Source: an optimization exercise on an open RTL-to-GDS flow (aim: small area, a short achievable clock period and few clock cycles per item). Production flows keep margins and buffers that such runs may drop. The RTL was checked by simulation tests, not by an equivalence proof against the original design.

--- config.mk ---
export PLATFORM = sky130hd
export DESIGN_NAME = aes256_core
export DESIGN_NICKNAME = aes256_core
export VERILOG_FILES = /design/flow/design.v
export SDC_FILE = /design/flow/constraint.sdc
export NUM_CORES = 4
export LEC_CHECK = 0
export ABC_AREA = 1
export CAP_MARGIN = 40
export CELL_PAD_IN_SITES_DETAIL_PLACEMENT = 0
export CELL_PAD_IN_SITES_GLOBAL_PLACEMENT = 0
export CORE_MARGIN = 2
export CORE_UTILIZATION = 45
export CTS_BUF_LIST = sky130_fd_sc_hd__clkbuf_8
export PLACE_DENSITY = 0.6
export SLEW_MARGIN = 60
--- constraint.sdc ---
create_clock -name core_clock -period 10.0 [get_ports {clk}]
set_input_delay 2.0000 -clock core_clock [delete_from_list [all_inputs] [get_ports {clk}]]
set_output_delay 2.0000 -clock core_clock [all_outputs]
set_load 0.01 [all_outputs]
--- design.v ---
module aes_sbox_top (
    input  wire [7:0]  in,
    output wire [21:0] mid
);
    wire U0 = in[7], U1 = in[6], U2 = in[5], U3 = in[4];
    wire U4 = in[3], U5 = in[2], U6 = in[1], U7 = in[0];
    wire T1  = U0 ^ U3,   T2  = U0 ^ U5,   T3  = U0 ^ U6,   T4  = U3 ^ U5;
    wire T5  = U4 ^ U6,   T6  = T1 ^ T5,   T7  = U1 ^ U2,   T8  = U7 ^ T6;
    wire T9  = U7 ^ T7,   T10 = T6 ^ T7,   T11 = U1 ^ U5,   T12 = U2 ^ U5;
    wire T13 = T3 ^ T4,   T14 = T6 ^ T11,  T15 = T5 ^ T11,  T16 = T5 ^ T12;
    wire T17 = T9 ^ T16,  T18 = U3 ^ U7,   T19 = T7 ^ T18,  T20 = T1 ^ T19;
    wire T21 = U6 ^ U7,   T22 = T7 ^ T21,  T23 = T2 ^ T22,  T24 = T2 ^ T10;
    wire T25 = T20 ^ T17, T26 = T3 ^ T16,  T27 = T1 ^ T12;
    wire M1  = T13 & T6,  M2  = T23 & T8,  M3  = T14 ^ M1,  M4  = T19 & U7;
    wire M5  = M4 ^ M1,   M6  = T3 & T16,  M7  = T22 & T9,  M8  = T26 ^ M6;
    wire M9  = T20 & T17, M10 = M9 ^ M6,   M11 = T1 & T15,  M12 = T4 & T27;
    wire M13 = M12 ^ M11, M14 = T2 & T10,  M15 = M14 ^ M11, M16 = M3 ^ M2;
    wire M17 = M5 ^ T24,  M18 = M8 ^ M7,   M19 = M10 ^ M15, M20 = M16 ^ M13;
    wire M21 = M17 ^ M15, M22 = M18 ^ M13, M23 = M19 ^ T25, M24 = M22 ^ M23;
    wire M25 = M22 & M20, M26 = M21 ^ M25, M27 = M20 ^ M21, M28 = M23 ^ M25;
    wire M29 = M28 & M27, M30 = M26 & M24, M31 = M20 & M23, M32 = M27 & M31;
    wire M33 = M27 ^ M25, M34 = M21 & M22, M35 = M24 & M34, M36 = M24 ^ M25;
    wire M37 = M21 ^ M29, M38 = M32 ^ M33, M39 = M23 ^ M30, M40 = M35 ^ M36;
    assign mid = {M37, M38, M39, M40,
                  T1, T2, T3, T4, T6, T8, T9, T10, T13,
                  T15, T16, T17, T19, T20, T22, T23, T27, U7};
endmodule
module aes_sbox_bot (
    input  wire [21:0] mid,
    output wire [7:0]  out
);
    wire M37 = mid[21], M38 = mid[20], M39 = mid[19], M40 = mid[18];
    wire T1  = mid[17], T2  = mid[16], T3  = mid[15], T4  = mid[14];
    wire T6  = mid[13], T8  = mid[12], T9  = mid[11], T10 = mid[10];
    wire T13 = mid[9],  T15 = mid[8],  T16 = mid[7],  T17 = mid[6];
    wire T19 = mid[5],  T20 = mid[4],  T22 = mid[3],  T23 = mid[2];
    wire T27 = mid[1],  U7  = mid[0];
    wire M41 = M38 ^ M40, M42 = M37 ^ M39, M43 = M37 ^ M38, M44 = M39 ^ M40;
    wire M45 = M42 ^ M41;
    wire M46 = M44 & T6,  M47 = M40 & T8,  M48 = M39 & U7,  M49 = M43 & T16;
    wire M50 = M38 & T9,  M51 = M37 & T17, M52 = M42 & T15, M53 = M45 & T27;
    wire M54 = M41 & T10, M55 = M44 & T13, M56 = M40 & T23, M57 = M39 & T19;
    wire M58 = M43 & T3,  M59 = M38 & T22, M60 = M37 & T20, M61 = M42 & T1;
    wire M62 = M45 & T4,  M63 = M41 & T2;
    wire L0  = M61 ^ M62, L1  = M50 ^ M56, L2  = M46 ^ M48, L3  = M47 ^ M55;
    wire L4  = M54 ^ M58, L5  = M49 ^ M61, L6  = M62 ^ L5,  L7  = M46 ^ L3;
    wire L8  = M51 ^ M59, L9  = M52 ^ M53, L10 = M53 ^ L4,  L11 = M60 ^ L2;
    wire L12 = M48 ^ M51, L13 = M50 ^ L0,  L14 = M52 ^ M61, L15 = M55 ^ L1;
    wire L16 = M56 ^ L0,  L17 = M57 ^ L1,  L18 = M58 ^ L8,  L19 = M63 ^ L4;
    wire L20 = L0 ^ L1,   L21 = L1 ^ L7,   L22 = L3 ^ L12,  L23 = L18 ^ L2;
    wire L24 = L15 ^ L9,  L25 = L6 ^ L10,  L26 = L7 ^ L9,   L27 = L8 ^ L10;
    wire L28 = L11 ^ L14, L29 = L11 ^ L17;
    assign out[7] = L6 ^ L24;
    assign out[6] = ~(L16 ^ L26);
    assign out[5] = ~(L19 ^ L28);
    assign out[4] = L6 ^ L21;
    assign out[3] = L20 ^ L22;
    assign out[2] = L25 ^ L29;
    assign out[1] = ~(L13 ^ L27);
    assign out[0] = ~(L6 ^ L23);
endmodule
module aes_sbox (
    input  wire [7:0] in,
    output wire [7:0] out
);
    wire [21:0] mid;
    aes_sbox_top u_top (.in(in), .mid(mid));
    aes_sbox_bot u_bot (.mid(mid), .out(out));
endmodule
module aes256_core (
    input  wire         clk,
    input  wire         rst,         
    input  wire         start,
    input  wire [255:0] key,
    input  wire [127:0] block_in,
    output wire         ready,
    output reg          done,
    output wire [127:0] block_out
);
    genvar i;
    reg         a_v;             
    reg  [3:0]  a_r;             
    reg [127:0] a_x;             
    reg [127:0] a_k0;            
    reg [127:0] a_k1;            
    reg         b_v;
    reg  [3:0]  b_r;
    reg [351:0] b_m;             
    reg [127:0] b_k0;            
    reg [127:0] b_k1;            
    reg  [87:0] b_km;            
    reg         rdy;             
    reg [127:0] out_q;
    assign ready     = rdy;
    assign block_out = out_q;
    wire [127:0] ark = a_x ^ a_k0;
    wire [351:0] a_m;
    wire  [87:0] a_km;
    generate
        for (i = 0; i < 16; i = i + 1) begin : g_sa
            aes_sbox_top u_top (
                .in  (ark[127 - 8*i -: 8]),
                .mid (a_m[351 - 22*i -: 22])
            );
        end
        for (i = 0; i < 4; i = i + 1) begin : g_ka
            aes_sbox_top u_top (
                .in  (a_k1[31 - 8*i -: 8]),
                .mid (a_km[87 - 22*i -: 22])
            );
        end
    endgenerate
    wire [127:0] sub_bytes;
    wire [127:0] shift_rows;
    wire [127:0] mix_columns;
    wire  [31:0] sub_word;
    generate
        for (i = 0; i < 16; i = i + 1) begin : g_sb
            aes_sbox_bot u_bot (
                .mid (b_m[351 - 22*i -: 22]),
                .out (sub_bytes[127 - 8*i -: 8])
            );
        end
        for (i = 0; i < 4; i = i + 1) begin : g_kb
            aes_sbox_bot u_bot (
                .mid (b_km[87 - 22*i -: 22]),
                .out (sub_word[31 - 8*i -: 8])
            );
        end
    endgenerate
    generate
        for (i = 0; i < 16; i = i + 1) begin : g_shift
            localparam integer R = i % 4;
            localparam integer C = i / 4;
            localparam integer SRC = 4 * ((C + R) % 4) + R;
            assign shift_rows[127 - 8*i -: 8] = sub_bytes[127 - 8*SRC -: 8];
        end
    endgenerate
    function [7:0] xtime(input [7:0] b);
        xtime = {b[6:0], 1'b0} ^ (b[7] ? 8'h1b : 8'h00);
    endfunction
    function [31:0] mix_column(input [31:0] col);
        reg [7:0] a0, a1, a2, a3;
        begin
            a0 = col[31:24];
            a1 = col[23:16];
            a2 = col[15:8];
            a3 = col[7:0];
            mix_column[31:24] = xtime(a0 ^ a1) ^ a1 ^ a2 ^ a3;
            mix_column[23:16] = xtime(a1 ^ a2) ^ a2 ^ a3 ^ a0;
            mix_column[15:8]  = xtime(a2 ^ a3) ^ a3 ^ a0 ^ a1;
            mix_column[7:0]   = xtime(a3 ^ a0) ^ a0 ^ a1 ^ a2;
        end
    endfunction
    generate
        for (i = 0; i < 4; i = i + 1) begin : g_mix
            assign mix_columns[127 - 32*i -: 32] = mix_column(shift_rows[127 - 32*i -: 32]);
        end
    endgenerate
    reg [7:0] rcon;
    always @(*) begin
        case (b_r[3:1])
            3'd0:    rcon = 8'h01;
            3'd1:    rcon = 8'h02;
            3'd2:    rcon = 8'h04;
            3'd3:    rcon = 8'h08;
            3'd4:    rcon = 8'h10;
            3'd5:    rcon = 8'h20;
            3'd6:    rcon = 8'h40;
            default: rcon = 8'h80;
        endcase
    end
    wire [31:0] temp = b_r[0] ? sub_word
                              : ({sub_word[23:0], sub_word[31:24]} ^ {rcon, 24'h0});
    wire [31:0] p0 = b_k0[127:96];
    wire [31:0] p1 = p0 ^ b_k0[95:64];
    wire [31:0] p2 = p1 ^ b_k0[63:32];
    wire [31:0] p3 = p2 ^ b_k0[31:0];
    wire [127:0] k_next = {p0 ^ temp, p1 ^ temp, p2 ^ temp, p3 ^ temp};
    wire b_last = (b_r == 4'd13);
    wire take   = !b_v || b_last;    
    always @(posedge clk) begin
        b_m  <= a_m;
        b_km <= a_km;
        b_k0 <= a_k0;
        b_k1 <= a_k1;
        b_r  <= a_r;
        if (take) begin
            a_x  <= block_in;
            a_k0 <= key[255:128];
            a_k1 <= key[127:0];
            a_r  <= 4'd0;
        end else begin
            a_x  <= mix_columns;
            a_k0 <= b_k1;
            a_k1 <= k_next;
            a_r  <= b_r + 4'd1;
        end
        out_q <= shift_rows ^ b_k1;
        if (rst) begin
            a_v  <= 1'b0;
            b_v  <= 1'b0;
            rdy  <= 1'b1;
            done <= 1'b0;
        end else begin
            a_v  <= take ? start : b_v;
            b_v  <= a_v;
            rdy  <= !a_v || (a_r == 4'd13);
            done <= b_v && b_last;
        end
    end
endmodule
--- flow/run.sh ---
#!/bin/bash
set -euo pipefail
bash standard.sh synth floorplan > flow_synth_floorplan.log 2>&1
bash standard.sh SETUP_SLACK_MARGIN=7 "BUFFER_PORTS_ARGS=-buffer_cell sky130_fd_sc_hd__buf_1" finish > flow_place_route.log 2>&1
--- standard.sh ---
#!/bin/bash
# synth_recipe.tcl (not shown) runs the flow's synth.tcl, then flattens the netlist and writes it again
# the make line also repeats each setting of config.mk as NAME=value (left out here)
make -C /OpenROAD-flow-scripts/flow DESIGN_CONFIG=/design/flow/config.mk WORK_HOME=/design/flow/orfs CLKGATE_MAP_FILE= SYNTH_SCRIPT=/design/flow/synth_recipe.tcl "${@:-finish}"
==> results of run 1 <==
## Yosys cell counts, types with 9 or more instances
library cell,count,area share
o21ai_1,22,0.0016
xor2_2,38,0.0087
nand2_2,31,0.0027
ha_1,42,0.0074
buf_2,9,0.00064
nand3b_1,96,0.010
clkbuf_1,79,0.0042
nand4_1,62,0.0055
nand3_1,1159,0.082
xnor2_2,74,0.017
nand2_1,5149,0.27
a21oi_1,18,0.0013
o21ai_0,92,0.0065
buf_1,15,0.00079
inv_2,37,0.0020
inv_1,1087,0.058
or2_2,30,0.0027
nor2_1,181,0.0096
and2_1,19,0.0017
nor2_2,26,0.0023
dfxtp_1,1216,0.34
xor2_1,718,0.089
xnor2_1,531,0.066
## timing repair
item / CTS / global route
cloned: 0 / 3
endpoints found under the setup margin: 278 / 372
gates resized for setup: 314 / 484
setup buffers: 14 / 81
pin swaps: 15 / 92
## cells by family (layout without fill, tap and decap cells)
logic type	count (synthesis)	count (layout)
AO/OA/AOI/OAI	145	145
buffers and inverters	1234	2126
adder cells (fa/ha/maj)	42	42
other	0	11
flip-flops	1216	1216
XOR/XNOR	1362	1362
AND/OR/NAND/NOR	6778	6780
## stage by stage
stage / std cells / util / hold slack [ns] / setup WS, ns / area [µm²]
2_1_floorplan: 10777 / - / 0.310 / 7.27 / 70800
3_3_place_gp: 13255 / 0.480 / 0.310 / 5.98 / 75000
3_5_place_dp: 13257 / 0.485 / 0.312 / 6.75 / 75800
4_1_cts: 13644 / 0.524 / 0.309 / 6.49 / 81800
5_1_grt: 13735 / 0.546 / 0.319 / 6.52 / 85200
6_report: 13740 / 0.546 / 0.304 / 6.57 / 85200
## flip-flops by register name, summed over array words and instances, names as in the netlist, 4 cells and up
| name | flops |
|---|---|
| out_q | 128 |
| a_r | 4 |
| b_k0 | 128 |
| b_k1 | 124 |
| b_km | 88 |
| a_k1 | 128 |
| b_m | 352 |
| b_r | 4 |
| a_k0 | 128 |
| a_x | 128 |
## area by class of cell
class | instances | area [µm²] | area share
multi-input cells | 8329 | 45600 | 0.535
flip-flops and latches | 1216 | 24600 | 0.288
repair inverters | 1 | 11.3 | 0.000132
well taps | 2058 | 2570 | 0.0302
diodes | 11 | 27.5 | 0.000323
repair buffers | 625 | 3670 | 0.0431
clock buffers | 248 | 3410 | 0.0400
inverters | 1127 | 4260 | 0.0500
clock inverters | 125 | 1150 | 0.0135
## metal layers
metal / global-route usage / routed length [µm]
met1: 0.471 / 126000
met2: 0.538 / 127000
met3: 0.0550 / 23800
met4: 0.156 / 14700
met5: 0 / 49
## final timing paths
| check | depth (start not counted) | slack [ns] | to | start |
|---|---|---|---|---|
| setup reg to reg | 14 | 7.04 | a_k1[19] | b_km[63] |
| hold reg to reg | 0 | 0.30 | b_k1[85] | a_k1[85] |
| hold / removal | 0 | 0.30 | b_k1[85] | a_k1[85] |
| setup / recovery | 1 | 6.57 | done | done |
==> flow_summary_export.csv, run 1 <==
group,metric,value,unit
global_route,grt_pass1_wl,411,mm
place,hpwl,239,mm
setup_path,critPathTopFamily,"flip-flops",
die,floorplan.die.height,401,µm
setup_path,critical_path.endpoint_type,"primary output",
synth,synth_edf_count,0,
clock_tree,clock-sinks,1216,
synth,synthMuxAreaShare,0,
final_layout,fin_nets,11934,
synth,syn_nets,11206,
routing,drc,0,
global_route,grt_pass1_vias,64021,
routing,num_vias,70255,
synth,synth_ff_type,"dfxtp_1",
global_route,antenna_found_initial,21,
clock_tree,cts_max_path_buffers,3,
synth,syn_area_per_cell,6.57,µm²
outcome,status,"complete, no violations",
setup_path,worst_ep_arrival_time,1.43,ns
clock_tree,h-tree-depth,4,
synth,synthAdderAreaFrac,0.00742,
sta,grt_setup_unrepaired,"yes",
hold_path,hold_class,"register to register",
setup_path,crit_buf_inv,1,
clock_tree,cts_tree,"done",
sta,finClkSkew,0.0754,ns
setup_path,path_class,"register to primary output",
sta,setup_tns,0,ns
global_route,track_usage,0.346,
sta,fmax,0.292,GHz
global_route,grt_overflow,0,
synth,synth-seq-cells,1216,
place,gp_congestion,0.989,
synth,postSynth.asyncResetShare,0,
synth,ys_seq_area_frac,0.344,
die,num_rows,145,
die,io_pins,517,
final_layout,fill_cells,15449,
setup_path,path_max_fanout,1,
setup_path,worst_ep_required_time,8.00,ns
final_layout,final_common_cell,"nand2_1",
clock_tree,path_clk_slew,0.06,ns
sta,hold_viol,0,
routing,detail_route.wl_per_cell,21.2,µm
final_layout,drive_above_1_share,0.117,
synth,yosys.area_share.simple,0.392,
clock_tree,hold_buffers,0,
final_layout,mostFrequentLayoutCells,"5034 x nand2_1, 1146 x nand3_1, 1140 x inv_1",
sta,setup_violations,0,
routing,dr.pass1.iters,9,
sta,period_minus_slack,3.43,ns
routing,ant_nets,0,
place,io_buffer_count,516,
final_layout,syn_to_final_growth,20.4,%
synth,synth_compound_area_frac,0.0107,
synth,ys_warn_count,1,
die,initial_core_util,0.453,
clock_tree,numCtsBuffers,205,
clock_tree,cts_root_buffer,"clkbuf_8",
synth,synth_cells,10777,
routing,wl,291,mm
setup_path,critPathMaxStageDelay,0.37,ns
die,die_area,161000,µm²
die,core_area,156000,µm²
synth,synth_cell_types,40,
routing,first_iter_violations,6644,
global_route,grt_max_degree,128,
sta,slew_headroom,0.501,
die,die_w,401,µm
setup_path,cpMaxStageDelayCell,"dfxtp_4",
clock_tree,clk_latency,0.96,ns
synth,synth_top_family_by_area,"simple AND/OR/NAND/NOR gates",
sta,min_period_over_period,0.343,
synth,synth-xor-area-share,0.181,
setup_path,path_cells,"buf_6",
routing,vias_per_cell,5.11,
setup_path,critPathLaunchType,"register",
synth,netlist_area,70800,µm²
sta,worstMarginPinSlew,0.747,ns
flow_run,cap_violations,0,
sta,drv_slew,0,
Testbench counts, summed over its fixed seeds: cycles 44,816, items 3,200.
==> run 2, diff against run 1 <==
--- a/config.mk
+++ b/config.mk
@@ -6,5 +6,4 @@
 export NUM_CORES = 4
 export LEC_CHECK = 0
-export ABC_AREA = 1
 export CAP_MARGIN = 40
 export CELL_PAD_IN_SITES_DETAIL_PLACEMENT = 0
@@ -12,5 +11,4 @@
 export CORE_MARGIN = 2
 export CORE_UTILIZATION = 45
-export CTS_BUF_LIST = sky130_fd_sc_hd__clkbuf_8
 export PLACE_DENSITY = 0.6
 export SLEW_MARGIN = 60
==> run 2 against run 1 <==
Final cell count down 30%. Worst hold slack gained 0.011 ns. Die area fell by 9.8%. Flip-flop and latch count stayed put. Critical path depth unchanged. Routed wire length is 20% lower. First-iteration DRC count fell by 31%. Global-route usage down 4.3 points. Area after synthesis decreased by 9.9%. Critical path type unchanged.
==> flow_summary_export.csv, run 2 <==
group,metric,value,unit
outcome,status,"complete, no violations",
setup_path,path_max_fanout,1,
place,placed_cell_area,69400,µm²
sta,grt_setup_unrepaired,"yes",
global_route,grt_max_degree,102,
place,io_buffer_count,516,
place,dp_cells,8886,
die,floorplan.die.height,380,µm
setup_path,worst_ep_required_time,8.00,ns
global_route,antenna_found_initial,14,
synth,yosys-top-cells-count,"1356 x xnor2_1, 1216 x dfxtp_1, 982 x nand2_1",
synth,synth_cells,6643,
synth,synth_top_family_by_area,"XOR/XNOR gates",
final_layout,regArea,24900,µm²
die,num_rows,138,
synth,yosysMostFrequentCell,"xnor2_1",
synth,syn_area_per_cell,9.60,µm²
synth,syn_nets,7072,
setup_path,critPathTopFamily,"flip-flops",
clock_tree,clock-sinks,1216,
sta,setup_tns,0,ns
synth,synth_top_area_frac,0.382,
routing,ant_nets,0,
sta,fmax,0.305,GHz
sta,setup_ws,6.72,ns
synth,ys_warn_count,1,
sta,slew_headroom,0.458,
flow_run,cap_violations,0,
final_layout,layout.cells.non_filler,9610,
synth,synth_ff_type,"dfxtp_1",
synth,synth_top_area_cell,"dfxtp_1",
routing,detail_route.wl_per_cell,24.2,µm
final_layout,final_util,0.611,
sta,setup_violations,0,
synth,ys_seq_area_frac,0.382,
setup_path,path_cells,"buf_6",
final_layout,fin_nets,8038,
clock_tree,cts_root_buffer,"clkbuf_16",
routing,wl,232,mm
synth,synth_cell_types,83,
global_route,grt_pass1_wl,320,mm
die,io_pins,517,
final_layout,largest-register,"b_m",
setup_path,crit_buf_inv,1,
final_layout,mostFrequentLayoutCells,"978 x nand2_1, 956 x dfxtp_1, 906 x xnor2_1",
final_layout,drive_above_1_share,0.279,
die,die_area,145000,µm²
place,hpwl,178,mm
synth,synth.area.top_cells,"dfxtp_1 38%, xnor2_1 19%, xor2_1 9.6%, nand2_1 5.8%, xnor3_1 4.4%",
synth,postSynth.asyncResetShare,0,
global_route,grt_overflow,0,
synth,synth-xor-area-share,0.349,
clock_tree,cts_max_path_buffers,3,
final_layout,multi_input_area,46200,µm²
synth,netlist_area,63800,µm²
clock_tree,h-tree-depth,4,
synth,yosys.area_share.simple,0.109,
routing,drc,0,
clock_tree,path_clk_slew,0.06,ns
synth,synth_compound_area_frac,0.0880,
routing,dr.pass1.iters,5,
clock_tree,clk_latency,0.81,ns
setup_path,critical_path.endpoint_type,"primary output",
setup_path,worst_ep_arrival_time,1.28,ns
synth,synth_edf_count,0,
setup_path,critPathLaunchType,"register",
clock_tree,cts_tree,"done",
die,die_w,380,µm
sta,period_minus_slack,3.28,ns
setup_path,critPathMaxStageDelay,0.37,ns
clock_tree,hold_buffers,0,
global_route,grt_pass1_vias,47323,
sta,drv_slew,0,
clock_tree,numCtsBuffers,135,
final_layout,largest_reg_flops,352,
synth,synth-seq-cells,1216,
die,initial_core_util,0.452,
setup_path,path_class,"register to primary output",
synth,synthAdderAreaFrac,0.00840,
die,core_area,141000,µm²
place,dp_worst_setup_slack,6.16,ns
synth,synthMuxAreaShare,0.0374,
global_route,track_usage,0.303,
setup_path,cpMaxStageDelayCell,"dfxtp_4",
routing,first_iter_violations,4615,
final_layout,final_common_cell,"nand2_1",
final_layout,stdcell_area,86200,µm²
sta,finClkSkew,0.0457,ns
routing,vias_per_cell,5.26,
sta,min_period_over_period,0.328,
final_layout,fill_cells,11399,
setup_path,r2r_setup_slack,6.94,ns
sta,hold_viol,0,
hold_path,hold_class,"register to register",
routing,num_vias,50542,
final_layout,syn_to_final_growth,35.2,%
sta,worstMarginPinSlew,0.812,ns
place,gp_congestion,0.964,
==> run 2: path summary, 6_finish.rpt <==
path | from | to | cells after the start
min reg2reg | a_k1[48] | b_k1[48] | 0
max reg2reg | b_km[81] | a_k1[1] | 10
min | a_k1[48] | b_k1[48] | 0
max | out_q[116] | block_out[116] | 1
==> run 2: logic make-up after synthesis <==
| logic type | Yosys count |
|---|---|
| flip-flops | 1216 |
| AO/OA/AOI/OAI | 904 |
| buffers and inverters | 427 |
| AND/OR/NAND/NOR | 1575 |
| adder cells (fa/ha/maj) | 43 |
| multiplexers | 228 |
| XOR/XNOR | 2250 |
==> run 2: routing by layer <==
metal | track usage | wire, µm | share of wire | up-vias
met1 | 0.413 | 98500 | 0.42 | 24550
li1 | - | - | - | 23545
met2 | 0.476 | 105000 | 0.45 | 2040
met5 | 0 | 30 | 0.00013 | -
met4 | 0.128 | 11400 | 0.049 | 6
met3 | 0.0456 | 17300 | 0.074 | 401
==> run 2: what timing repair did <==
item | CTS | global route
gates resized for setup | 928 | 528
setup buffers | 178 | 293
pin swaps | 175 | 278
gates cloned | 0 | 3
endpoints found under the setup margin | 452 | 361
==> run 2: area by class of cell <==
cell class              instances  share of cell area
diodes                          4            0.000116
well taps                    1890              0.0274
inverters                     198             0.00868
clock inverters                60             0.00971
repair buffers               1055              0.0846
clock buffers                 184              0.0447
multi-input cells            5003               0.536
flip-flops and latches       1216               0.289
==> run 2: per-stage QoR <==
stage / hold slack [ns]
after CTS: 0.316
after floorplan: 0.310
after detailed placement: 0.312
after global placement: 0.310
final: 0.314
after global routing: 0.325
==> run 3, diff against run 2 <==
--- a/config.mk
+++ b/config.mk
@@ -6,5 +6,6 @@
 export NUM_CORES = 4
 export LEC_CHECK = 0
-export CAP_MARGIN = 40
+export ABC_AREA = 1
+export CAP_MARGIN = 20
 export CELL_PAD_IN_SITES_DETAIL_PLACEMENT = 0
 export CELL_PAD_IN_SITES_GLOBAL_PLACEMENT = 0
@@ -12,3 +13,3 @@
 export CORE_UTILIZATION = 45
 export PLACE_DENSITY = 0.6
-export SLEW_MARGIN = 60
+export SLEW_MARGIN = 20
==> run 3 against run 2 <==
Still clean on timing, DRC and antenna. Clock skew shrank 0.023 ns. Count of clock-buffer cells in the layout shrank 5. Routed wire length up 25%. Flip-flop and latch count did not move. Cell area down 1.2%. Die area increased by 11%. Non-clock buffer count fell by 407. Critical path type unchanged. Largest cell class unchanged. Highest routed layer unchanged.
==> flow_summary_export.csv, run 3 <==
group,metric,value,unit
die,floorplan.die.height,401,µm
sta,fmax,0.308,GHz
synth,netlist_area,70800,µm²
hold_path,hold_depth,0,
final_layout,largest-register,"b_m",
clock_tree,numCtsBuffers,138,
global_route,track_usage,0.345,
die,die_w,401,µm
global_route,grt_pass1_vias,63255,
clock_tree,clk_latency,0.78,ns
final_layout,syn_to_final_growth,20.3,%
final_layout,fin_nets,11889,
die,core_area,156000,µm²
sta,hold_viol,0,
sta,period_minus_slack,3.25,ns
setup_path,r2r_cells,13,
clock_tree,cts_root_buffer,"clkbuf_16",
global_route,grt_overflow,0,
synth,yosysMostFrequentCell,"nand2_1",
setup_path,path_cells,"buf_6",
final_layout,fill_cells,15357,
final_layout,largest_reg_flops,352,
hold_path,hold_end,"b_k1[116]",
hold_path,hold_class,"register to register",
place,io_buffer_count,516,
place,placed_cell_area,75000,µm²
synth,postSynth.asyncResetShare,0,
routing,drc,0,
final_layout,final_util,0.545,
synth,syn_area_per_cell,6.57,µm²
synth,synth-seq-cells,1216,
setup_path,critPathTopFamily,"flip-flops",
place,gp_congestion,0.989,
clock_tree,cts_tree,"done",
setup_path,path_max_fanout,1,
routing,first_iter_violations,6438,
setup_path,worst_ep_arrival_time,1.25,ns
final_layout,drive_above_1_share,0.109,
final_layout,mostFrequentLayoutCells,"5023 x nand2_1, 1147 x nand3_1, 1085 x inv_1",
synth,synth_top_area_frac,0.344,
sta,slew_headroom,0.360,
synth,synth_cell_types,40,
global_route,grt_max_degree,128,
synth,ys_warn_count,1,
final_layout,stdcell_area,85200,µm²
die,io_pins,517,
synth,yosys-top-cells-count,"5149 x nand2_1, 1216 x dfxtp_1, 1159 x nand3_1",
clock_tree,clock-sinks,1216,
synth,synth.area.top_cells,"dfxtp_1 34%, nand2_1 27%, xor2_1 8.9%, nand3_1 8.2%, xnor2_1 6.6%",
setup_path,worst_ep_required_time,8.00,ns
setup_path,r2r-end,"a_k1[40]",
flow_run,cap_violations,0,
sta,drv_slew,0,
routing,ant_nets,0,
synth,synth_top_area_cell,"dfxtp_1",
synth,synth_ff_type,"dfxtp_1",
sta,grt_setup_unrepaired,"yes",
outcome,status,"complete, no violations",
final_layout,multi_input_area,45500,µm²
clock_tree,path_clk_slew,0.06,ns
setup_path,critical_path.endpoint_type,"primary output",
die,die_area,161000,µm²
synth,ys_seq_area_frac,0.344,
final_layout,final_common_cell,"nand2_1",
setup_path,critPathLaunchType,"register",
setup_path,path_class,"register to primary output",
synth,synth_cells,10777,
place,hpwl,239,mm
sta,finClkSkew,0.0228,ns
global_route,antenna_found_initial,19,
die,num_rows,145,
routing,vias_per_cell,5.12,
setup_path,critPathMaxStageDelay,0.36,ns
clock_tree,h-tree-depth,4,
sta,worstMarginPinSlew,0.957,ns
clock_tree,cts_max_path_buffers,3,
routing,dr.pass1.iters,6,
setup_path,r2r_setup_slack,7.08,ns
final_layout,regArea,24500,µm²
die,initial_core_util,0.453,
routing,detail_route.wl_per_cell,21.3,µm
setup_path,r2r-start,"b_km[41]",
routing,num_vias,69825,
synth,syn_nets,11206,
sta,setup_violations,0,
setup_path,crit_buf_inv,1,
setup_path,cpMaxStageDelayCell,"dfxtp_4",
hold_path,min_from,"a_k1[116]",
sta,setup_tns,0,ns
sta,min_period_over_period,0.325,
global_route,grt_pass1_wl,409,mm
routing,wl,291,mm
synth,synth_edf_count,0,
==> run 3: cell types whose count changed in the layout (fill, tap and decap cells not counted), sizes merged, moves of 84 or more <==
cell,delta
a21oi,-180
buf,-407
inv,+932
mux2,-84
mux2i,-144
nand2,+4199
nand3,+1111
nand3b,+92
nor2b,-86
o21ai,-233
xnor2,-787
xnor3,-129
==> run 3: stage by stage <==
stage / setup WS, ns / hold slack (ns) / cells
floorplan: 7.27 / 0.310 / 10777
global placement: 5.98 / 0.310 / 13255
detailed placement: 5.91 / 0.312 / 13255
CTS: 6.70 / 0.312 / 13506
global route: 6.72 / 0.327 / 13623
finish: 6.75 / 0.319 / 13629
==> run 3: repair_timing <==
item | CTS | global route
endpoints found under the setup margin | 475 | 470
buffers inserted | 9 | 111
pin swaps | 13 | 92
gates cloned | 0 | 3
hold buffers | 0 | 0
gates resized for setup | 362 | 515
==> run 3: logic make-up after synthesis <==
group                    synth area share
AND/OR/NAND/NOR                     0.392
adder cells (fa/ha/maj)           0.00742
XOR/XNOR                            0.181
buffers and inverters              0.0656
flip-flops                          0.344
AO/OA/AOI/OAI                      0.0107
==> run 3: layout make-up <==
type	count	area share
Multi-Input combinational cell	8329	0.534
Sequential cell	1216	0.288
Inverter	1127	0.0499
Clock buffer	179	0.0458
Timing Repair Buffer	648	0.0437
Tap cell	2058	0.0302
Clock inverter	63	0.00840
Antenna cell	9	0.000264
==> run 3: routing by layer <==
metal | global-route usage | vias to the layer above | part of all wire
met3 | 0.0550 | 503 | 0.077
met1 | 0.470 | 32409 | 0.44
li1 | - | 34266 | -
met2 | 0.539 | 2639 | 0.44
met4 | 0.150 | 8 | 0.051
met5 | 0 | - | 0.00020
==> run 3: how the worst max path moves through the flow <==
stage | slack, ns | to | cells past startpoint | from
global placement | 5.98 | a_k0[35] | 8 | b_r[1]
CTS | 6.70 | done | 1 | done
floorplan | 7.27 | b_m[107] | 16 | a_k0[37]
global route | 6.72 | done | 1 | done
finish | 6.75 | done | 1 | done
detailed placement | 5.91 | a_k0[34] | 8 | b_r[1]
==> run 4, diff against run 3 <==
==> flow/run.sh (replaced) <==
#!/bin/bash
set -euo pipefail
bash standard.sh synth floorplan > flow_synth_floorplan.log 2>&1
bash standard.sh SETUP_SLACK_MARGIN=6.5 finish > flow_place_route.log 2>&1
--- a/config.mk
+++ b/config.mk
@@ -7,5 +7,5 @@
 export LEC_CHECK = 0
 export ABC_AREA = 1
-export CAP_MARGIN = 20
+export CAP_MARGIN = 40
 export CELL_PAD_IN_SITES_DETAIL_PLACEMENT = 0
 export CELL_PAD_IN_SITES_GLOBAL_PLACEMENT = 0
@@ -13,3 +13,3 @@
 export CORE_UTILIZATION = 45
 export PLACE_DENSITY = 0.6
-export SLEW_MARGIN = 20
+export SLEW_MARGIN = 60
==> run 4 against run 3 <==
Worst setup slack lost 0.20 ns. Still clean on timing, DRC and antenna. Count of clock-buffer cells in the layout is 4 higher. Clock skew rose by 0.0067 ns. Critical endpoint is now block_out[18]. Routed wire length decreased by 1.7%. Global-route usage is essentially flat.
==> flow_summary_export.csv, run 4 <==
group,metric,value,unit
final_layout,multi_input_area,42800,µm²
sta,drv_slew,0,
sta,hold_viol,0,
clock_tree,hold_buffers,0,
routing,drc,0,
global_route,grt_pass1_wl,410,mm
synth,synth_cells,10777,
synth,synth_top_area_frac,0.344,
setup_path,critPathTopFamily,"flip-flops",
die,io_pins,517,
final_layout,fin_nets,11771,
outcome,status,"complete, no violations",
routing,wl,286,mm
setup_path,critPathMaxStageDelay,0.37,ns
setup_path,r2r_cells,16,
synth,synth_top_area_cell,"dfxtp_1",
final_layout,regArea,24300,µm²
setup_path,path_max_fanout,1,
hold_path,hold_class,"register to register",
final_layout,largest_reg_flops,352,
die,num_rows,145,
final_layout,stdcell_area,84100,µm²
synth,synth_ff_type,"dfxtp_1",
clock_tree,cts_root_buffer,"clkbuf_16",
global_route,grt_overflow,0,
synth,ys_seq_area_frac,0.344,
place,io_buffer_count,516,
clock_tree,h-tree-depth,4,
setup_path,critical_path.endpoint_type,"primary output",
clock_tree,path_clk_slew,0.07,ns
die,core_area,156000,µm²
place,dp_cells,13258,
synth,ys_warn_count,1,
sta,slew_headroom,0.586,
clock_tree,cts_tree,"done",
sta,min_period_over_period,0.344,
final_layout,syn_to_final_growth,18.7,%
sta,grt_setup_unrepaired,"no",
routing,first_iter_violations,6816,
routing,ant_nets,0,
sta,finClkSkew,0.0295,ns
synth,postSynth.asyncResetShare,0,
setup_path,worst_ep_arrival_time,1.44,ns
hold_path,hold_end,"b_k1[118]",
final_layout,mostFrequentLayoutCells,"5146 x nand2_1, 1212 x dfxtp_1, 1159 x nand3_1",
die,die_area,161000,µm²
place,hpwl,239,mm
hold_path,hold_depth,0,
global_route,antenna_found_initial,12,
flow_run,cap_violations,0,
place,placed_cell_area,79000,µm²
sta,worstMarginPinSlew,0.616,ns
synth,synth_edf_count,0,
setup_path,r2r_setup_slack,6.59,ns
global_route,grt_max_degree,134,
synth,yosys-top-cells-count,"5149 x nand2_1, 1216 x dfxtp_1, 1159 x nand3_1",
setup_path,cpMaxStageDelayCell,"dfxtp_1",
place,gp_congestion,1.00,
setup_path,r2r-start,"a_x[69]",
final_layout,drive_above_1_share,0.0527,
place,dp_worst_setup_slack,6.55,ns
routing,dr.pass1.iters,6,
setup_path,critPathLaunchType,"register",
routing,detail_route.wl_per_cell,21.2,µm
synth,syn_nets,11206,
die,die_w,401,µm
routing,vias_per_cell,5.14,
setup_path,path_cells,"dlygate4sd2_1",
clock_tree,numCtsBuffers,137,
setup_path,crit_buf_inv,1,
synth,synth_cell_types,40,
setup_path,worst_ep_required_time,8.00,ns
clock_tree,cts_max_path_buffers,3,
synth,yosysMostFrequentCell,"nand2_1",
setup_path,r2r-end,"b_m[197]",
sta,period_minus_slack,3.44,ns
global_route,grt_pass1_vias,63997,
die,floorplan.die.height,401,µm
hold_path,min_from,"a_k1[118]",
final_layout,fill_cells,15378,
clock_tree,clk_latency,0.80,ns
clock_tree,clock-sinks,1216,
sta,setup_violations,0,
final_layout,final_common_cell,"nand2_1",
final_layout,largest-register,"b_m",
sta,setup_tns,0,ns
final_layout,layout.cells.non_filler,13511,
synth,synth.area.top_cells,"dfxtp_1 34%, nand2_1 27%, xor2_1 8.9%, nand3_1 8.2%, xnor2_1 6.6%",
synth,synth-seq-cells,1216,
global_route,track_usage,0.345,
routing,num_vias,69381,
sta,setup_ws,6.56,ns
synth,syn_area_per_cell,6.57,µm²
setup_path,path_class,"register to primary output",
synth,netlist_area,70800,µm²
die,initial_core_util,0.453,
sta,fmax,0.291,GHz
==> run 4: changes by cell type in the layout (fill, tap and decap cells not counted), sizes merged <==
cell and change:
buf -631, bufinv +3, clkbuf +4, clkdlybuf4s15 +3, clkdlybuf4s50 +386, clkinv +8, clkinvlp -4, diode -8
dlygate4sd2 +126, dlymetal6s2s +1, inv -4, nand2 -2
==> run 4: cell families (layout without fill, tap and decap cells) <==
| family | count (synthesis) | after routing | share of synthesized area |
|---|---|---|---|
| AO/OA/AOI/OAI | 145 | 145 | 0.0107 |
| XOR/XNOR | 1362 | 1362 | 0.181 |
| adder cells (fa/ha/maj) | 42 | 42 | 0.00742 |
| buffers and inverters | 1234 | 1909 | 0.0656 |
| flip-flops | 1216 | 1216 | 0.344 |
| other | 0 | 1 | 0 |
| AND/OR/NAND/NOR | 6778 | 6778 | 0.392 |
==> run 4: worst max path at each step <==
stage	startpoint	end	slack, ns	depth (start not counted)
after floorplan	a_k0[37]	b_m[107]	7.27	16
after global placement	b_r[0]	a_k0[34]	6.09	7
after detailed placement	a_x[70]	b_m[195]	6.55	16
after CTS	out_q[115]	block_out[115]	6.24	1
after global routing	out_q[18]	block_out[18]	6.51	1
final	out_q[18]	block_out[18]	6.56	1
==> run 4: area by class of cell <==
class,instances,share of cell area
Antenna cell,1,0.0000298
Multi-Input combinational cell,8327,0.509
Clock inverter,66,0.0112
Inverter,1127,0.0505
Tap cell,2058,0.0306
Sequential cell,1216,0.290
Clock buffer,183,0.0461
Timing Repair Buffer,533,0.0631
==> run 4: routing by layer <==
metal / vias to the layer above / global-route usage / share of wire
met5: - / 0 / 0.00020
met1: 32042 / 0.464 / 0.43
met3: 517 / 0.0564 / 0.081
li1: 34065 / - / -
met4: 8 / 0.170 / 0.053
met2: 2749 / 0.536 / 0.43
==> run 4: per-stage QoR <==
| stage | util | hold slack, ns |
|---|---|---|
| after CTS | 0.536 | 0.325 |
| final | 0.538 | 0.325 |
| after detailed placement | 0.506 | 0.312 |
| after floorplan | - | 0.310 |
| after global placement | 0.501 | 0.310 |
| after global routing | 0.538 | 0.329 |
==> run 4: what timing repair did <==
action	4_1_cts	5_1_grt
setup endpoints to repair	130	24
pin swaps	0	0
resized for setup	134	11
buffers inserted	0	0
cloned	0	0
==> run 5, diff against run 4 <==
==> flow/run.sh (replaced) <==
#!/bin/bash
set -euo pipefail
bash standard.sh synth floorplan > flow_synth_floorplan.log 2>&1
bash standard.sh SETUP_SLACK_MARGIN=6.5 "BUFFER_PORTS_ARGS=-buffer_cell sky130_fd_sc_hd__buf_1" finish > flow_place_route.log 2>&1
--- a/config.mk
+++ b/config.mk
@@ -12,4 +12,5 @@
 export CORE_MARGIN = 2
 export CORE_UTILIZATION = 45
+export CTS_BUF_LIST = sky130_fd_sc_hd__clkbuf_8
 export PLACE_DENSITY = 0.6
 export SLEW_MARGIN = 60
==> run 5 against run 4 <==
Critical endpoint is now done. Clock skew increased by 0.048 ns. Area after synthesis unchanged. Via count shrank 0.12%. Fmax decreased by 0.32%. Global-route usage shrank 0.11 points.
==> flow_summary_export.csv, run 5 <==
group,metric,value,unit
final_layout,fill_cells,15887,
setup_path,crit_buf_inv,1,
setup_path,path_cells,"buf_6",
clock_tree,numCtsBuffers,205,
sta,fmax,0.290,GHz
global_route,track_usage,0.344,
clock_tree,h-tree-depth,4,
sta,worstMarginPinSlew,0.665,ns
synth,synth.area.top_cells,"dfxtp_1 34%, nand2_1 27%, xor2_1 8.9%, nand3_1 8.2%, xnor2_1 6.6%",
synth,yosys-top-cells-count,"5149 x nand2_1, 1216 x dfxtp_1, 1159 x nand3_1",
routing,num_vias,69299,
setup_path,worst_ep_required_time,8.00,ns
global_route,grt_pass1_vias,63738,
synth,synth_cell_types,40,
place,gp_congestion,0.989,
setup_path,critPathMaxStageDelay,0.39,ns
sta,slew_headroom,0.553,
synth,ys_warn_count,1,
clock_tree,cts_root_buffer,"clkbuf_8",
die,initial_core_util,0.453,
global_route,grt_max_degree,128,
sta,period_minus_slack,3.45,ns
synth,syn_area_per_cell,6.57,µm²
outcome,status,"complete, no violations",
sta,setup_tns,0,ns
synth,yosysMostFrequentCell,"nand2_1",
synth,netlist_area,70800,µm²
final_layout,drive_above_1_share,0.0623,
place,io_buffer_count,516,
final_layout,fin_nets,11838,
place,hpwl,239,mm
hold_path,hold_class,"register to register",
die,die_area,161000,µm²
global_route,grt_overflow,0,
synth,synth-seq-cells,1216,
routing,ant_nets,0,
setup_path,critPathLaunchType,"register",
die,num_rows,145,
die,floorplan.die.height,401,µm
setup_path,worst_ep_arrival_time,1.45,ns
global_route,grt_pass1_wl,409,mm
routing,vias_per_cell,5.08,
routing,first_iter_violations,6274,
clock_tree,clock-sinks,1216,
sta,finClkSkew,0.0777,ns
synth,synth_ff_type,"dfxtp_1",
die,die_w,401,µm
synth,synth_edf_count,0,
setup_path,path_max_fanout,1,
final_layout,regArea,24400,µm²
synth,synth_cells,10777,
final_layout,mostFrequentLayoutCells,"5147 x nand2_1, 1207 x dfxtp_1, 1159 x nand3_1",
sta,setup_violations,0,
synth,ys_seq_area_frac,0.344,
setup_path,cpMaxStageDelayCell,"dfxtp_2",
routing,detail_route.wl_per_cell,21.0,µm
die,io_pins,517,
synth,synth_top_area_cell,"dfxtp_1",
clock_tree,cts_max_path_buffers,3,
clock_tree,clk_latency,0.97,ns
final_layout,largest_reg_flops,352,
sta,min_period_over_period,0.345,
sta,hold_viol,0,
flow_run,cap_violations,0,
final_layout,multi_input_area,42800,µm²
routing,drc,0,
global_route,antenna_found_initial,16,
place,dp_cells,13257,
synth,syn_nets,11206,
clock_tree,cts_tree,"done",
clock_tree,path_clk_slew,0.06,ns
setup_path,critical_path.endpoint_type,"primary output",
synth,synth_top_area_frac,0.344,
final_layout,layout.cells.non_filler,13642,
final_layout,final_common_cell,"nand2_1",
setup_path,critPathTopFamily,"flip-flops",
final_layout,syn_to_final_growth,14.1,%
sta,drv_slew,0,
final_layout,largest-register,"b_m",
die,core_area,156000,µm²
sta,grt_setup_unrepaired,"yes",
routing,wl,286,mm
synth,postSynth.asyncResetShare,0,
setup_path,path_class,"register to primary output",
routing,dr.pass1.iters,8,
[run 5: cell counts after synthesis]
No cell type changed its count.
[run 5: path summary, 6_finish.rpt]
path                            depth (start not counted)  slack, ns       end  startpoint
worst max-delay path                                    1       6.55      done        done
worst min-delay path                                    0       0.29  b_k1[85]    a_k1[85]
worst max register to register                         13       6.65  b_km[41]    a_k1[13]
worst min register to register                          0       0.29  b_k1[85]    a_k1[85]
[run 5: cells by family after synthesis]
logic type                 synth area share
and+or+nand+nor                       0.392
xor gates and xnor gates              0.181
buffers and inverters                0.0656
DFF                                   0.344
AOI/OAI and AO/OA                    0.0107
adders and majority gates           0.00742
[run 5: timing repair]
item | CTS | global route
resized for setup | 32 | 15
hold buffers | 0 | 0
setup endpoints to repair | 25 | 15
setup buffers | 0 | 0
hold endpoints to repair | 0 | 0
[run 5: final cells by class]
| cell class | instances | share of cell area |
|---|---|---|
| diodes | 9 | 0.000279 |
| clock buffers | 248 | 0.0422 |
| flip-flops and latches | 1216 | 0.301 |
| clock inverters | 125 | 0.0142 |
| inverters | 1127 | 0.0526 |
| well taps | 2058 | 0.0319 |
| multi-input cells | 8327 | 0.530 |
| repair buffers | 532 | 0.0277 |
[run 5: layer usage]
metal / track usage / share of wire
met4: 0.157 / 0.049
met2: 0.534 / 0.43
met1: 0.467 / 0.44
met3: 0.0580 / 0.077
met5: 0 / 0.00019
[run 5: stage by stage]
step	util	hold WS (ns)	area (µm²)	worst slack, ns
2_1_floorplan	-	0.310	70800	7.27
3_3_place_gp	0.480	0.310	75000	5.98
3_5_place_dp	0.485	0.312	75800	6.75
4_1_cts	0.515	0.309	80400	6.44
5_1_grt	0.517	0.319	80800	6.43
6_report	0.517	0.295	80800	6.55
==> run 6, diff against run 5 <==
--- a/config.mk
+++ b/config.mk
@@ -11,6 +11,6 @@
 export CELL_PAD_IN_SITES_GLOBAL_PLACEMENT = 0
 export CORE_MARGIN = 2
-export CORE_UTILIZATION = 45
+export CORE_UTILIZATION = 60
 export CTS_BUF_LIST = sky130_fd_sc_hd__clkbuf_8
-export PLACE_DENSITY = 0.6
+export PLACE_DENSITY = 0.72
 export SLEW_MARGIN = 60
==> run 6 against run 5 <==
Still clean. Clock skew shrank 0.021 ns. Count of clock-buffer cells in the layout grew 9. Via count grew 2.7%. Routed wire length shrank 7.6%. Synthesized cell count is the same. Worst hold slack gained 0.011 ns. First-iteration DRC count grew 27%. Non-clock buffer count shrank 3. Fmax is essentially flat. Critical path depth is the same. Critical endpoint is now block_out[64]. Highest routed layer unchanged.
==> flow_summary_export.csv, run 6 <==
group,metric,value,unit
sta,period_minus_slack,3.45,ns
final_layout,drive_above_1_share,0.0587,
clock_tree,cts_max_path_buffers,3,
clock_tree,cts_root_buffer,"clkbuf_8",
synth,yosysMostFrequentCell,"nand2_1",
setup_path,critPathMaxStageDelay,0.37,ns
setup_path,critPathLaunchType,"register",
routing,ant_nets,0,
synth,synth_cell_types,40,
setup_path,r2r_setup_slack,6.62,ns
global_route,grt_pass1_wl,383,mm
flow_run,cap_violations,0,
routing,num_vias,71185,
place,hpwl,216,mm
final_layout,largest-register,"b_m",
setup_path,path_class,"register to primary output",
synth,synth-seq-cells,1216,
global_route,grt_pass1_vias,64753,
final_layout,stdcell_area,79800,µm²
setup_path,cpMaxStageDelayCell,"dfxtp_1",
final_layout,largest_reg_flops,352,
synth,postSynth.asyncResetShare,0,
die,io_pins,517,
setup_path,crit_path_start,"out_q[64]",
sta,drv_slew,0,
final_layout,mostFrequentLayoutCells,"5148 x nand2_1, 1214 x dfxtp_1, 1159 x nand3_1",
setup_path,path_cells,"buf_2",
setup_path,worst_ep_required_time,8.00,ns
die,die_w,348,µm
setup_path,critical_path.endpoint_type,"primary output",
routing,first_iter_violations,7965,
die,die_area,121000,µm²
hold_path,hold_class,"register to register",
clock_tree,hold_buffers,0,
place,placed_cell_area,75000,µm²
setup_path,r2r_cells,16,
die,floorplan.die.height,348,µm
setup_path,critical_path_depth,1,
die,core_area,118000,µm²
outcome,status,"complete, no violations",
setup_path,crit_end,"block_out[64]",
global_route,grt_max_degree,84,
sta,finClkSkew,0.0571,ns
synth,synth_top_area_cell,"dfxtp_1",
synth,netlist_area,70800,µm²
sta,setup_violations,0,
synth,ys_warn_count,1,
synth,ys_seq_area_frac,0.344,
setup_path,worst_ep_arrival_time,1.45,ns
synth,synth_edf_count,0,
sta,worstMarginPinSlew,0.695,ns
final_layout,final_common_cell,"nand2_1",
setup_path,critPathTopFamily,"flip-flops",
clock_tree,numCtsBuffers,201,
clock_tree,clk_latency,0.96,ns
sta,hold_viol,0,
synth,synth_top_area_frac,0.344,
die,num_rows,126,
clock_tree,path_clk_slew,0.06,ns
synth,synth_cells,10777,
setup_path,r2r-end,"b_m[153]",
synth,yosys-top-cells-count,"5149 x nand2_1, 1216 x dfxtp_1, 1159 x nand3_1",
place,io_buffer_count,516,
sta,setup_tns,0,ns
synth,syn_nets,11206,
routing,detail_route.wl_per_cell,20.2,µm
synth,syn_area_per_cell,6.57,µm²
final_layout,syn_to_final_growth,12.7,%
global_route,track_usage,0.423,
die,initial_core_util,0.602,
routing,dr.pass1.iters,8,
routing,vias_per_cell,5.43,
clock_tree,clock-sinks,1216,
routing,wl,264,mm
clock_tree,h-tree-depth,4,
global_route,antenna_found_initial,23,
place,dp_worst_setup_slack,6.75,ns
sta,slew_headroom,0.533,
synth,synth_ff_type,"dfxtp_1",
sta,holdWs,0.305,ns
setup_path,path_max_fanout,1,
synth,synth.area.top_cells,"dfxtp_1 34%, nand2_1 27%, xor2_1 8.9%, nand3_1 8.2%, xnor2_1 6.6%",
sta,setup_ws,6.55,ns
sta,grt_setup_unrepaired,"no",
place,gp_congestion,1.11,
setup_path,r2r-start,"a_k0[53]",
setup_path,crit_buf_inv,1,
final_layout,fin_nets,11831,
sta,fmax,0.290,GHz
routing,drc,0,
sta,min_period_over_period,0.345,
clock_tree,cts_tree,"done",
global_route,grt_overflow,0,
[run 6: layout make-up]
| cell class | instances | area, µm² |
|---|---|---|
| repair buffers | 529 | 2220 |
| clock inverters | 110 | 1040 |
| clock buffers | 257 | 3540 |
| fillers | 10368 | 37800 |
| flip-flops and latches | 1216 | 24300 |
| multi-input cells | 8327 | 42500 |
| well taps | 1536 | 1920 |
| inverters | 1127 | 4250 |
| diodes | 4 | 10.0 |
[run 6: routing by layer]
layer	share of wire	global-route usage
met1	0.40	0.547
met2	0.42	0.645
met3	0.11	0.0867
met4	0.072	0.268
met5	0.00043	0
[run 6: kinds of logic (layout without fill, tap and decap cells)]
group,after synthesis,after routing,share of synthesized area
and+or+nand+nor,6778,6778,0.392
xor gates and xnor gates,1362,1362,0.181
buffers and inverters,1234,2023,0.0656
DFF,1216,1216,0.344
AOI/OAI and AO/OA,145,145,0.0107
adders and majority gates,42,42,0.00742
other,0,4,0
[run 6: what timing repair did]
action                     CTS  global route
gates resized for setup     10            12
setup buffers                0             0
setup endpoints to repair   10            15
[run 6: per-stage QoR]
stage,instances,util
2_1_floorplan,10777,-
3_3_place_gp,12729,0.632
3_5_place_dp,12735,0.638
4_1_cts,13102,0.677
5_1_grt,13104,0.679
6_report,13106,0.679
[run 6: worst min path at each step]
stage,startpoint,endpoint,cells after the start
finish,a_k1[120],b_k1[120],0
detailed placement,a_k1[115],b_k1[115],0
CTS,a_k1[87],b_k1[87],0
global placement,a_k1[49],b_k1[49],0
global route,a_k1[115],b_k1[115],0
floorplan,a_k1[100],b_k1[100],0
==> run 7, diff against run 6 <==
==> config.mk (replaced) <==
export PLATFORM = sky130hd
export DESIGN_NAME = aes256_core
export DESIGN_NICKNAME = aes256_core
export VERILOG_FILES = /design/flow/design.v
export SDC_FILE = /design/flow/constraint.sdc
export NUM_CORES = 4
export LEC_CHECK = 0
export CAP_MARGIN = 20
export CELL_PAD_IN_SITES_DETAIL_PLACEMENT = 0
export CELL_PAD_IN_SITES_GLOBAL_PLACEMENT = 0
export CORE_MARGIN = 2
export CORE_UTILIZATION = 45
export CTS_BUF_LIST = sky130_fd_sc_hd__clkbuf_8
export PLACE_DENSITY = 0.6
export SLEW_MARGIN = 20
==> run 7 against run 6 <==
Highest routed layer unchanged. Fmax shrank 2.8%. Largest cell class unchanged. Worst setup slack lost 0.10 ns. Final cell count shrank 29%. Sequential share of layout area grew 2.1 points. Via count shrank 32%. Utilization shrank 15 points. Die area grew 20%.
==> flow_summary_export.csv, run 7 <==
group,metric,value,unit
outcome,status,"complete, no violations",
setup_path,path_max_fanout,8,
sta,grt_setup_unrepaired,"yes",
final_layout,largest-register,"b_m",
global_route,grt_pass1_wl,311,mm
synth,synth_top_area_cell,"dfxtp_1",
sta,setup_tns,0,ns
die,num_rows,138,
routing,wl,220,mm
final_layout,drive_above_1_share,0.142,
setup_path,cpMaxStageDelayCell,"xnor3_1",
synth,yosysMostFrequentCell,"xnor2_1",
sta,drv_slew,0,
routing,vias_per_cell,5.19,
synth,postSynth.asyncResetShare,0,
setup_path,critical_path.endpoint_type,"register",
synth,synth_edf_count,0,
die,core_area,141000,µm²
clock_tree,cts_max_path_buffers,3,
place,gp_congestion,0.964,
clock_tree,hold_buffers,0,
setup_path,crit_buf_inv,0,
clock_tree,cts_root_buffer,"clkbuf_8",
sta,finClkSkew,0.0513,ns
global_route,antenna_found_initial,21,
final_layout,syn_to_final_growth,18.0,%
routing,drc,0,
routing,dr.pass1.iters,6,
routing,num_vias,48083,
setup_path,critPathMaxStageDelay,0.50,ns
setup_path,critPathTopFamily,"XOR/XNOR gates",
global_route,grt_max_degree,243,
flow_run,cap_violations,0,
die,io_pins,517,
sta,hold_viol,0,
synth,synth_top_area_frac,0.382,
global_route,track_usage,0.294,
sta,worstMarginPinSlew,1.32,ns
final_layout,fill_cells,12997,
routing,first_iter_violations,4406,
synth,netlist_area,63800,µm²
synth,synth_cell_types,83,
place,io_buffer_count,516,
clock_tree,cts_tree,"done",
synth,ys_seq_area_frac,0.382,
clock_tree,path_clk_slew,0.07,ns
synth,synth_ff_type,"dfxtp_1",
synth,synth-seq-cells,1216,
clock_tree,clk_latency,0.97,ns
routing,detail_route.wl_per_cell,23.7,µm
final_layout,final_common_cell,"xnor2_1",
die,initial_core_util,0.452,
die,die_area,145000,µm²
clock_tree,clock-sinks,1216,
die,die_w,380,µm
global_route,grt_pass1_vias,45761,
final_layout,largest_reg_flops,352,
synth,syn_nets,7072,
global_route,grt_overflow,0,
final_layout,final_util,0.533,
place,dp_cells,8866,
hold_path,hold_class,"register to register",
clock_tree,h-tree-depth,4,
setup_path,critPathLaunchType,"register",
final_layout,layout.cells.non_filler,9272,
clock_tree,numCtsBuffers,202,
sta,slew_headroom,0.116,
final_layout,fin_nets,7633,
synth,synth_cells,6643,
setup_path,worst_ep_arrival_time,4.41,ns
routing,ant_nets,0,
setup_path,crit_top_cell,"xnor3_1",
setup_path,path_cells,"xnor2_2 > mux2i_1 > o22ai_2 > xnor3_1 > xnor3_1 > a32oi_1 > nand3_1 > xnor3_1 > mux2_2",
synth,synth.area.top_cells,"dfxtp_1 38%, xnor2_1 19%, xor2_1 9.6%, nand2_1 5.8%, xnor3_1 4.4%",
setup_path,worst_ep_required_time,10.86,ns
sta,fmax,0.281,GHz
sta,min_period_over_period,0.355,
synth,yosys-top-cells-count,"1356 x xnor2_1, 1216 x dfxtp_1, 982 x nand2_1",
setup_path,path_class,"register to register",
sta,setup_violations,0,
final_layout,mostFrequentLayoutCells,"1182 x xnor2_1, 1106 x dfxtp_1, 981 x nand2_1",
synth,syn_area_per_cell,9.60,µm²
die,floorplan.die.height,380,µm
place,hpwl,177,mm
synth,ys_warn_count,1,
sta,period_minus_slack,3.55,ns
## run 7: cell types whose count changed in the layout (fill, tap and decap cells not counted), sizes merged, moves of 61 or more
| cell | previous run | this run |
|---|---|---|
| nor2b | 0 | 86 |
| nand2 | 5180 | 982 |
| a21oi | 18 | 198 |
| inv | 1172 | 256 |
| xnor3 | 0 | 129 |
| mux2i | 0 | 144 |
| nand3b | 96 | 4 |
| xnor2 | 606 | 1393 |
| mux2 | 0 | 84 |
| a22oi | 0 | 61 |
| nand4 | 62 | 1 |
| o21ai | 117 | 350 |
| nand3 | 1164 | 53 |
## run 7: final timing paths
kind,depth (start not counted),endpoint,slack [ns],from
worst min register to register,0,b_k1[78],0.31,a_k1[78]
worst min-delay path,0,b_k1[78],0.31,a_k1[78]
worst max-delay path,9,a_k1[26],6.45,b_km[87]
worst max register to register,9,a_k1[26],6.45,b_km[87]
## run 7: repair_timing
| action | CTS | global route |
|---|---|---|
| gates resized for setup | 349 | 216 |
| pin swaps | 5 | 17 |
| buffers inserted | 2 | 22 |
| endpoints found under the setup margin | 356 | 224 |
## run 7: stage by stage
stage	hold slack, ns	worst slack (ns)	area (µm²)
after global routing	0.327	6.33	75200
after global placement	0.310	5.99	67600
after CTS	0.306	6.33	73600
after detailed placement	0.312	5.97	67600
final	0.315	6.45	75200
after floorplan	0.310	6.91	63800
## run 7: per-layer routing
metal	GRT usage	vias to the layer above	wire length [µm]
li1	-	22836	-
met2	0.459	1768	98300
met1	0.407	23103	97100
met5	0	-	31
met3	0.0465	370	15100
met4	0.114	6	9210
## run 7: layout make-up
cell class	count	area (µm²)	area share
sequential	1216	24500	0.326
clock buffer	241	3320	0.0441
multi-input combinational	5000	40200	0.534
inverter	198	743	0.00988
timing repair buffer	586	2810	0.0374
tap	1890	2360	0.0314
antenna	11	27.5	0.000366
clock inverter	130	1270	0.0169
## run 7: cell families after synthesis
kind of cell,Yosys count,synth area share
flip-flops,1216,0.382
adder cells (fa/ha/maj),43,0.00840
AND/OR/NAND/NOR,1575,0.109
multiplexers,228,0.0374
buffers and inverters,427,0.0268
XOR/XNOR,2250,0.349
AO/OA/AOI/OAI,904,0.0880
==> run 8, diff against run 7 <==
--- a/config.mk
+++ b/config.mk
@@ -6,4 +6,5 @@
 export NUM_CORES = 4
 export LEC_CHECK = 0
+export ABC_AREA = 1
 export CAP_MARGIN = 20
 export CELL_PAD_IN_SITES_DETAIL_PLACEMENT = 0
==> run 8 against run 7 <==
Utilization fell by 1.9 points. Synthesized cell count rose by 62%. Clock skew rose by 0.0047 ns. Critical path type is now register to primary output. Flip-flop and latch count did not move. Fmax rose by 3.9%. Non-clock buffer count fell by 59. Final cell count rose by 47%. Critical path depth fell by 8.
==> flow_summary_export.csv, run 8 <==
group,metric,value,unit
outcome,status,"complete, no violations",
die,core_area,156000,µm²
final_layout,largest-register,"b_m",
sta,setup_tns,0,ns
final_layout,largest_reg_flops,352,
die,die_area,161000,µm²
clock_tree,numCtsBuffers,206,
sta,drv_slew,0,
sta,grt_setup_unrepaired,"no",
synth,ys_seq_area_frac,0.344,
setup_path,worst_ep_arrival_time,1.42,ns
setup_path,path_class,"register to primary output",
routing,wl,286,mm
sta,finClkSkew,0.0560,ns
synth,synth_ff_type,"dfxtp_1",
clock_tree,h-tree-depth,4,
place,gp_congestion,0.989,
synth,synth-seq-cells,1216,
setup_path,crit_buf_inv,1,
synth,synth_cell_types,40,
setup_path,critPathLaunchType,"register",
die,num_rows,145,
hold_path,hold_class,"register to register",
synth,netlist_area,70800,µm²
routing,first_iter_violations,6407,
sta,period_minus_slack,3.42,ns
routing,vias_per_cell,5.08,
sta,holdWs,0.322,ns
global_route,grt_overflow,0,
sta,hold_viol,0,
die,io_pins,517,
die,floorplan.die.height,401,µm
synth,syn_area_per_cell,6.57,µm²
sta,slew_headroom,0.202,
clock_tree,cts_max_path_buffers,3,
setup_path,path_max_fanout,1,
clock_tree,clock-sinks,1216,
clock_tree,path_clk_slew,0.06,ns
synth,synth.area.top_cells,"dfxtp_1 34%, nand2_1 27%, xor2_1 8.9%, nand3_1 8.2%, xnor2_1 6.6%",
synth,ys_warn_count,1,
final_layout,fin_nets,11834,
synth,synth_edf_count,0,
place,io_buffer_count,516,
setup_path,cpMaxStageDelayCell,"dfxtp_1",
synth,synth_top_area_cell,"dfxtp_1",
final_layout,syn_to_final_growth,13.4,%
die,initial_core_util,0.453,
setup_path,critPathTopFamily,"flip-flops",
sta,setup_ws,6.58,ns
clock_tree,clk_latency,0.95,ns
setup_path,critical_path.endpoint_type,"primary output",
global_route,antenna_found_initial,18,
final_layout,final_util,0.514,
synth,synth_cells,10777,
routing,dr.pass1.iters,8,
global_route,grt_pass1_wl,409,mm
global_route,grt_max_degree,128,
global_route,grt_pass1_vias,63597,
global_route,track_usage,0.344,
clock_tree,cts_root_buffer,"clkbuf_8",
synth,yosys-top-cells-count,"5149 x nand2_1, 1216 x dfxtp_1, 1159 x nand3_1",
die,die_w,401,µm
synth,postSynth.asyncResetShare,0,
synth,synth_top_area_frac,0.344,
routing,ant_nets,0,
routing,drc,0,
final_layout,layout.cells.non_filler,13647,
final_layout,mostFrequentLayoutCells,"5148 x nand2_1, 1210 x dfxtp_1, 1159 x nand3_1",
synth,syn_nets,11206,
final_layout,drive_above_1_share,0.0568,
setup_path,critPathMaxStageDelay,0.33,ns
place,hpwl,239,mm
setup_path,path_cells,"buf_1",
place,dp_cells,13255,
setup_path,worst_ep_required_time,8.00,ns
place,dp_worst_setup_slack,5.91,ns
routing,num_vias,69374,
final_layout,final_common_cell,"nand2_1",
sta,fmax,0.292,GHz
clock_tree,cts_tree,"done",
flow_run,cap_violations,0,
sta,min_period_over_period,0.342,
sta,setup_violations,0,
clock_tree,post_cts_buffers,0,
synth,yosysMostFrequentCell,"nand2_1",
sta,worstMarginPinSlew,1.19,ns
routing,detail_route.wl_per_cell,21.0,µm
[run 8: cell count changes in the layout (fill, tap and decap cells not counted), sizes merged, moves of 180 or more]
cell / before / now
a21oi: 198 / 18
inv: 256 / 1172
nand2: 982 / 5180
nand3: 53 / 1164
o21ai: 350 / 117
xnor2: 1393 / 606
[run 8: area by class of cell]
class	instances	area, µm²
clock inverters	117	1260
diodes	13	32.5
inverters	1127	4240
clock buffers	262	3610
flip-flops and latches	1216	24400
repair buffers	527	2100
fillers	15917	75900
well taps	2058	2570
multi-input cells	8327	42100
[run 8: final timing paths]
path | startpoint | end | slack (ns) | cells after the start
setup / recovery | out_q[83] | block_out[83] | 6.58 | 1
hold / removal | a_k1[90] | b_k1[90] | 0.32 | 0
setup reg to reg | b_km[40] | a_k1[17] | 6.66 | 14
hold reg to reg | a_k1[90] | b_k1[90] | 0.32 | 0
[run 8: repair_timing]
item	4_1_cts	5_1_grt
hold buffers	0	0
gates cloned	0	0
setup endpoints to repair	136	143
gates resized for setup	33	44
pin swaps	0	0
[run 8: per-layer routing]
metal,part of all wire,up-vias,global-route usage
li1,-,34269,-
met1,0.44,32073,0.470
met2,0.43,2530,0.532
met3,0.078,498,0.0547
met4,0.051,4,0.160
met5,0.000094,-,0
[run 8: cell families (layout without fill, tap and decap cells)]
| logic type | Yosys count | count (layout) | share of synthesized area |
|---|---|---|---|
| buffers and inverters | 1234 | 2033 | 0.0656 |
| flip-flops | 1216 | 1216 | 0.344 |
| adder cells (fa/ha/maj) | 42 | 42 | 0.00742 |
| XOR/XNOR | 1362 | 1362 | 0.181 |
| AO/OA/AOI/OAI | 145 | 145 | 0.0107 |
| other | 0 | 13 | 0 |
| AND/OR/NAND/NOR | 6778 | 6778 | 0.392 |
[run 8: metrics by stage]
| step | instance area (µm²) |
|---|---|
| 5_1_grt | 80300 |
| 2_1_floorplan | 70800 |
| 3_5_place_dp | 75000 |
| 3_3_place_gp | 75000 |
| 4_1_cts | 80000 |
| 6_report | 80300 |

## separate check: timing with driven ports
The flow's constraints put no driver on any port. The routed layouts listed below were extracted and timed again, unchanged, in two steps. Step 1 assumes that a clkbuf_16 drives the clock port and a buf_2 every other input. Step 2, shift: input delay + t, output delay - t, t = (earliest + latest rising clock arrival at the registers) / 2. This alone moves slack from input paths to output paths. Slacks: ideal ports / drivers / drivers and shift; pairs: ideal ports / drivers.
| run | t, ns | setup WS [ns] | worst register clock-pin slew, ns | pins driven straight from the clock port |
|---|---|---|---|---|
| run 1 | 1.011 | 6.575 / 6.489 / 7.042 | 0.08 / 0.08 | 1 |
| run 2 | 0.876 | 6.717 / 6.629 / 6.938 | 0.07 / 0.07 | 1 |
| run 3 | 0.857 | 6.755 / 6.666 / 7.085 | 0.07 / 0.07 | 1 |
| run 4 | 0.877 | 6.559 / 6.472 / 6.588 | 0.07 / 0.07 | 1 |
| run 5 | 1.021 | 6.548 / 6.460 / 6.648 | 0.08 / 0.08 | 1 |
| run 6 | 1.011 | 6.548 / 6.465 / 6.622 | 0.08 / 0.08 | 1 |
| run 7 | 1.026 | 6.447 / 6.447 / 6.447 | 0.07 / 0.07 | 1 |
| run 8 | 1.013 | 6.579 / 6.492 / 6.659 | 0.07 / 0.07 | 1 |
After both steps every run listed still meets setup and hold.
